Source: an optimization exercise on an open RTL-to-GDS flow (aim: small area, a short achievable clock period and few clock cycles per item). Production flows keep margins and buffers that such runs may drop. The RTL was checked by simulation tests, not by an equivalence proof against the original design.

==> build 61: inputs <==
==> flow/design.v (excerpt) <==
module comb_stage (
    input  wire        clk,
    input  wire        rst,         
    input  wire        in_valid,
    output wire        in_ready,
    input  wire [31:0] a,           
    input  wire [31:0] b,           
    input  wire [31:0] c,           
    input  wire [31:0] u,           
    input  wire        u_ok,        
    input  wire [31:0] v,           
    input  wire        v_ok,        
    output reg         out_valid,
    output reg  [31:0] x,           
    output reg         x_ok,        
    output reg         num          
);
==> module fp_mul_pack, before the edit <==
module fp_mul_pack (
    input  wire [22:0] mf,
    input  wire        hi,
    input  wire        rc,
    input  wire [9:0]  esm,
    input  wire        sy,
    input  wire        zero,
    output wire [31:0] y,
    output wire        ovf
);
    wire signed [9:0] e0 = $signed(esm);
    wire signed [9:0] e1 = $signed(esm) + 10'sd1;
    wire signed [9:0] e2 = $signed(esm) + 10'sd2;
    wire [7:0] exp_r = (hi & rc) ? e2[7:0] : (hi | rc) ? e1[7:0] : e0[7:0];
    wire tiny = hi ? (e1 < 10'sd1) : (e0 < 10'sd1);     
    wire ovf_r = (hi & rc) ? (e2 > 10'sd254) : (hi | rc) ? (e1 > 10'sd254) : (e0 > 10'sd254);
    assign ovf = ~zero & ovf_r;
    assign y   = {sy, (zero | tiny) ? 8'd0 : exp_r, mf};
endmodule
export LEC_CHECK = 0
export CAP_MARGIN = 20
export CORE_MARGIN = 2
export CORE_UTILIZATION = 70
export CTS_CLUSTER_DIAMETER = 120
export CTS_CLUSTER_SIZE = 25
export PLACE_DENSITY = 0.8
export SLEW_MARGIN = 20
export SYNTH_HIERARCHICAL = 1
create_clock -name core_clock -period 45.0 [get_ports {clk}]
standard.sh (not shown) runs the stock make flow with config.mk's settings and CLKGATE_MAP_FILE= SYNTH_SCRIPT=/design/flow/synth_recipe.tcl, a recipe that flattens the netlist after the stock synthesis.
==> flow/flow/run.sh <==
#!/bin/bash
# Layout: the standard flow (standard.sh) unchanged, except that the port
# buffers the flow inserts on every input and output are sky130_fd_sc_hd__buf_2
# cells rather than the resizer's default choice. make's output goes to
# standard.log; ORFS keeps each step's own log under orfs/logs/.
set -euo pipefail
export BUFFER_PORTS_ARGS="-buffer_cell sky130_fd_sc_hd__buf_2"
bash standard.sh > standard.log 2>&1
==> trial 13: changes against build 61 <==
--- a/flow/design.v
+++ b/flow/design.v
@@ -44,3 +44,3 @@
     assign ovf = ~zero & ovf_r;
-    assign y   = {sy, (zero | tiny) ? 8'd0 : exp_r, mf};
+    assign y   = (zero | tiny) ? {sy, 31'd0} : {sy, exp_r, mf};
 endmodule
CORE_UTILIZATION = 40   (was 70)
CTS_CLUSTER_DIAMETER = not set   (was 120)
CTS_CLUSTER_SIZE = not set   (was 25)
PLACE_DENSITY = 0.6   (was 0.8)
==> build 37: changes against build 61 <==
==> flow/flow/run.sh (replaced) <==
#!/bin/bash
# Layout: the standard flow (standard.sh) with two changes.
#  1. The port buffers the flow inserts on every input and output are
#     sky130_fd_sc_hd__buf_2 cells rather than the resizer's default choice.
#  2. Between synthesis and floorplanning, flow/downsize.tcl swaps the
#     combinational cells of drive strength 2 or more that lie only on short
#     paths (worst setup slack at least 36.8 ns against the 45 ns clock) for the
#     same function at drive strength 1. Flip-flops are not touched.
# Each tool's output goes to a log of its own here; ORFS also keeps each
# step's log under orfs/logs/.
set -euo pipefail
export BUFFER_PORTS_ARGS="-buffer_cell sky130_fd_sc_hd__buf_2"
bash standard.sh synth > synth.log 2>&1
R="orfs/results/${FLOW_PLATFORM}/comb_stage/base"
DOWNSIZE_LIB="${FLOW_HOME}/platforms/${FLOW_PLATFORM}/lib/sky130_fd_sc_hd__tt_025C_1v80.lib" \
DOWNSIZE_ODB="$R/1_synth.odb" DOWNSIZE_SDC="$R/1_synth.sdc" DOWNSIZE_MIN_SLACK=36.8 \
  openroad -exit flow/downsize.tcl > downsize.log 2>&1
bash standard.sh > standard.log 2>&1
==> flow/flow/downsize.tcl (new file) <==
# Swap combinational cells of drive strength 2 or more (buffers, inverters and
# flip-flops excepted) for the same function at drive strength 1 when every
# path through the cell is short: its worst setup slack is at least
# DOWNSIZE_MIN_SLACK ns. Runs on the synthesized design before floorplanning.
set odb $::env(DOWNSIZE_ODB)
read_liberty $::env(DOWNSIZE_LIB)
read_db $odb
read_sdc $::env(DOWNSIZE_SDC)
set_load 0.004 [get_nets *]
set min_slack $::env(DOWNSIZE_MIN_SLACK)
set db [ord::get_db]
set cand {}
foreach inst [[ord::get_db_block] getInsts] {
  set m [$inst getMaster]
  set name [$m getName]
  if {![regexp {^(sky130_fd_sc_hd__(\w+?))_(\d+)$} $name -> base func drive]} { continue }
  if {$drive < 2} { continue }
  if {[regexp {^(buf|clkbuf|dly|clkdly|dfxtp|dfrtp|dfstp|dfxbp|edfxtp|sdf|dlx|conb|tap|fill|decap|diode|inv|clkinv)} $func]} { continue }
  set nm [$db findMaster ${base}_1]
  if {$nm == "NULL" || $nm == ""} { continue }
  set worst 1e9
  foreach it [$inst getITerms] {
    if {![$it isOutputSignal]} { continue }
    set pin [get_pins [$inst getName]/[[$it getMTerm] getName]]
    set s [get_property $pin slack_max]
    if {$s < $worst} { set worst $s }
  }
  if {$worst >= $min_slack} { lappend cand [list $inst $nm] }
}
set n 0
foreach c $cand {
  [lindex $c 0] swapMaster [lindex $c 1]
  incr n
}
puts "downsized $n cells"
write_db $odb
CORE_UTILIZATION = 75   (was 70)
PLACE_DENSITY = 0.85   (was 0.8)
==> build 81: changes against build 61 <==
==> flow/flow/run.sh (replaced) <==
#!/bin/bash
# Layout: the standard flow (standard.sh) with two changes.
#  1. The port buffers the flow inserts on every input and output are
#     sky130_fd_sc_hd__buf_2 cells rather than the resizer's default choice.
#  2. Between synthesis and floorplanning, flow/downsize.tcl swaps the
#     combinational cells of drive strength 2 or more that lie only on short
#     paths (worst setup slack at least 37 ns against the 45 ns clock) for the
#     same function at drive strength 1. Flip-flops are not touched.
# Each tool's output goes to a log of its own here; ORFS also keeps each
# step's log under orfs/logs/.
set -euo pipefail
export BUFFER_PORTS_ARGS="-buffer_cell sky130_fd_sc_hd__buf_2"
bash standard.sh synth > synth.log 2>&1
R="orfs/results/${FLOW_PLATFORM}/comb_stage/base"
DOWNSIZE_LIB="${FLOW_HOME}/platforms/${FLOW_PLATFORM}/lib/sky130_fd_sc_hd__tt_025C_1v80.lib" \
DOWNSIZE_ODB="$R/1_synth.odb" DOWNSIZE_SDC="$R/1_synth.sdc" DOWNSIZE_MIN_SLACK=37.0 \
  openroad -exit flow/downsize.tcl > downsize.log 2>&1
bash standard.sh > standard.log 2>&1
==> flow/flow/downsize.tcl (new file) <==
# Swap combinational cells of drive strength 2 or more (buffers, inverters and
# flip-flops excepted) for the same function at drive strength 1 when every
# path through the cell is short: its worst setup slack is at least
# DOWNSIZE_MIN_SLACK ns. Runs on the synthesized design before floorplanning.
set odb $::env(DOWNSIZE_ODB)
read_liberty $::env(DOWNSIZE_LIB)
read_db $odb
read_sdc $::env(DOWNSIZE_SDC)
set_load 0.004 [get_nets *]
set min_slack $::env(DOWNSIZE_MIN_SLACK)
set db [ord::get_db]
set cand {}
foreach inst [[ord::get_db_block] getInsts] {
  set m [$inst getMaster]
  set name [$m getName]
  if {![regexp {^(sky130_fd_sc_hd__(\w+?))_(\d+)$} $name -> base func drive]} { continue }
  if {$drive < 2} { continue }
  if {[regexp {^(buf|clkbuf|dly|clkdly|dfxtp|dfrtp|dfstp|dfxbp|edfxtp|sdf|dlx|conb|tap|fill|decap|diode|inv|clkinv)} $func]} { continue }
  set nm [$db findMaster ${base}_1]
  if {$nm == "NULL" || $nm == ""} { continue }
  set worst 1e9
  foreach it [$inst getITerms] {
    if {![$it isOutputSignal]} { continue }
    set pin [get_pins [$inst getName]/[[$it getMTerm] getName]]
    set s [get_property $pin slack_max]
    if {$s < $worst} { set worst $s }
  }
  if {$worst >= $min_slack} { lappend cand [list $inst $nm] }
}
set n 0
foreach c $cand {
  [lindex $c 0] swapMaster [lindex $c 1]
  incr n
}
puts "downsized $n cells"
write_db $odb
CTS_CLUSTER_DIAMETER = not set   (was 120)
CTS_CLUSTER_SIZE = not set   (was 25)
==> out/results.ini <==
[place]
pre_cts_ws_ns = 35.57
placed_area_mm2 = 0.0600

[worst_setup_path]
cp-startpoint = x[9]$_SDFF_PN0_
critical_path.max_stage_delay_ns = 0.33

[layout]
syn2layout_area_growth_pct = 4.66
count_of_nets_after_finishing = 7252
layout.clock.cell_area_share = 0.0146

[floorplanning]
tap-cell-count = 1040

[status]
status = no timing/DRC/antenna violations

[sta]
layout_worst_path_cycle_share = 0.225

That was build 37.
==> out/results.ini <==
[layout]
layout.clock.cell_area_share = 0.0153
layout_common_cells = 732 x xor2_1, 666 x a22o_1, 546 x fa_1
count_of_nets_after_finishing = 7251

[place]
placed_area_mm2 = 0.0610

[worst_setup_path]
critical_path.max_stage_delay_ns = 0.33
critical_path.n_buffers_inverters = 1
cp-startpoint = x[12]$_SDFF_PN0_
critPathLaunchType = flip-flop

[grt]
grt_antenna_before_repair = 0

[floorplanning]
floorplan_die_area_mm2 = 0.0869

[sta]
finalHoldViolCount = 0
layout_worst_path_cycle_share = 0.225

[status]
status = no timing/DRC/antenna violations

That was build 61.
==> out/results.ini <==
[place]
placed_area_mm2 = 0.0626
pre_cts_ws_ns = 35.58

[worst_setup_path]
critical_path.max_stage_delay_ns = 0.31
crit_path_cell_trace = buf_2

[layout]
count_of_nets_after_finishing = 7374
syn2layout_area_growth_pct = 9.11
layout.clock.cell_area_share = 0.0328

[floorplanning]
tap-cell-count = 1930

[sta]
layout_worst_path_cycle_share = 0.225

[status]
status = no timing/DRC/antenna violations

That was trial 13.
==> out/results.ini <==
[grt]
grtUsageMet2 = 0.629

[worst_setup_path]
cpMaxStageDelayCell = dfxtp_1
critical_path.max_stage_delay_ns = 0.34
worstPathRequired_ns = 36.00
cp-startpoint = num$_DFF_P_

[layout]
layout.non_clock_buffers = 296
syn2layout_area_growth_pct = 6.27
count_of_nets_after_finishing = 7280
layout.clock.cell_area_share = 0.0294

[floorplanning]
tap-cell-count = 1070

[place]
placed_area_mm2 = 0.0602
pre_cts_ws_ns = 35.56
weighted_congestion_at_the_end_of_routability_driven_global_placement = 0.986

[status]
status = no timing/DRC/antenna violations

[clock_tree]
cts.sink_count = 488

That was build 81.
Testbench counts of build 61, summed over its fixed seeds: cycles 16,048, items 16,000.
Testbench counts of trial 13, summed over its fixed seeds: cycles 16,048, items 16,000.
Testbench counts of build 37, summed over its fixed seeds: cycles 16,048, items 16,000.
Testbench counts of build 81, summed over its fixed seeds: cycles 16,048, items 16,000.

[what the ideal ports hide]
Ports are ideal in the flow. The routed layouts listed here were re-timed in OpenROAD. Step 1 sets driving cells, clkbuf_16 on the clock port and buf_2 on the other inputs (assumed; they add their load-dependent delay and slew). Step 2 also shifts input and output timing later by t, the mid clock arrival at the registers, as if the neighbouring blocks saw the same clock. a / b / c = ideal / step 1 / step 2; a / b = the first two.
| run | t (ns) | setup WS [ns] | hold WS [ns] | worst register clock-pin slew, ns |
|---|---|---|---|---|
| build 61 | 0.730 | 34.885 / 34.815 / 35.545 | 0.320 / 0.320 / 0.320 | 0.10 / 0.10 |
| trial 13 | 0.757 | 34.869 / 34.779 / 35.536 | 0.314 / 0.314 / 0.314 | 0.09 / 0.09 |
| build 37 | 0.724 | 34.892 / 34.818 / 35.541 | 0.332 / 0.332 / 0.332 | 0.10 / 0.10 |
| build 81 | 0.741 | 34.859 / 34.786 / 35.527 | 0.326 / 0.326 / 0.326 | 0.07 / 0.07 |
After both steps every run listed still meets setup and hold.
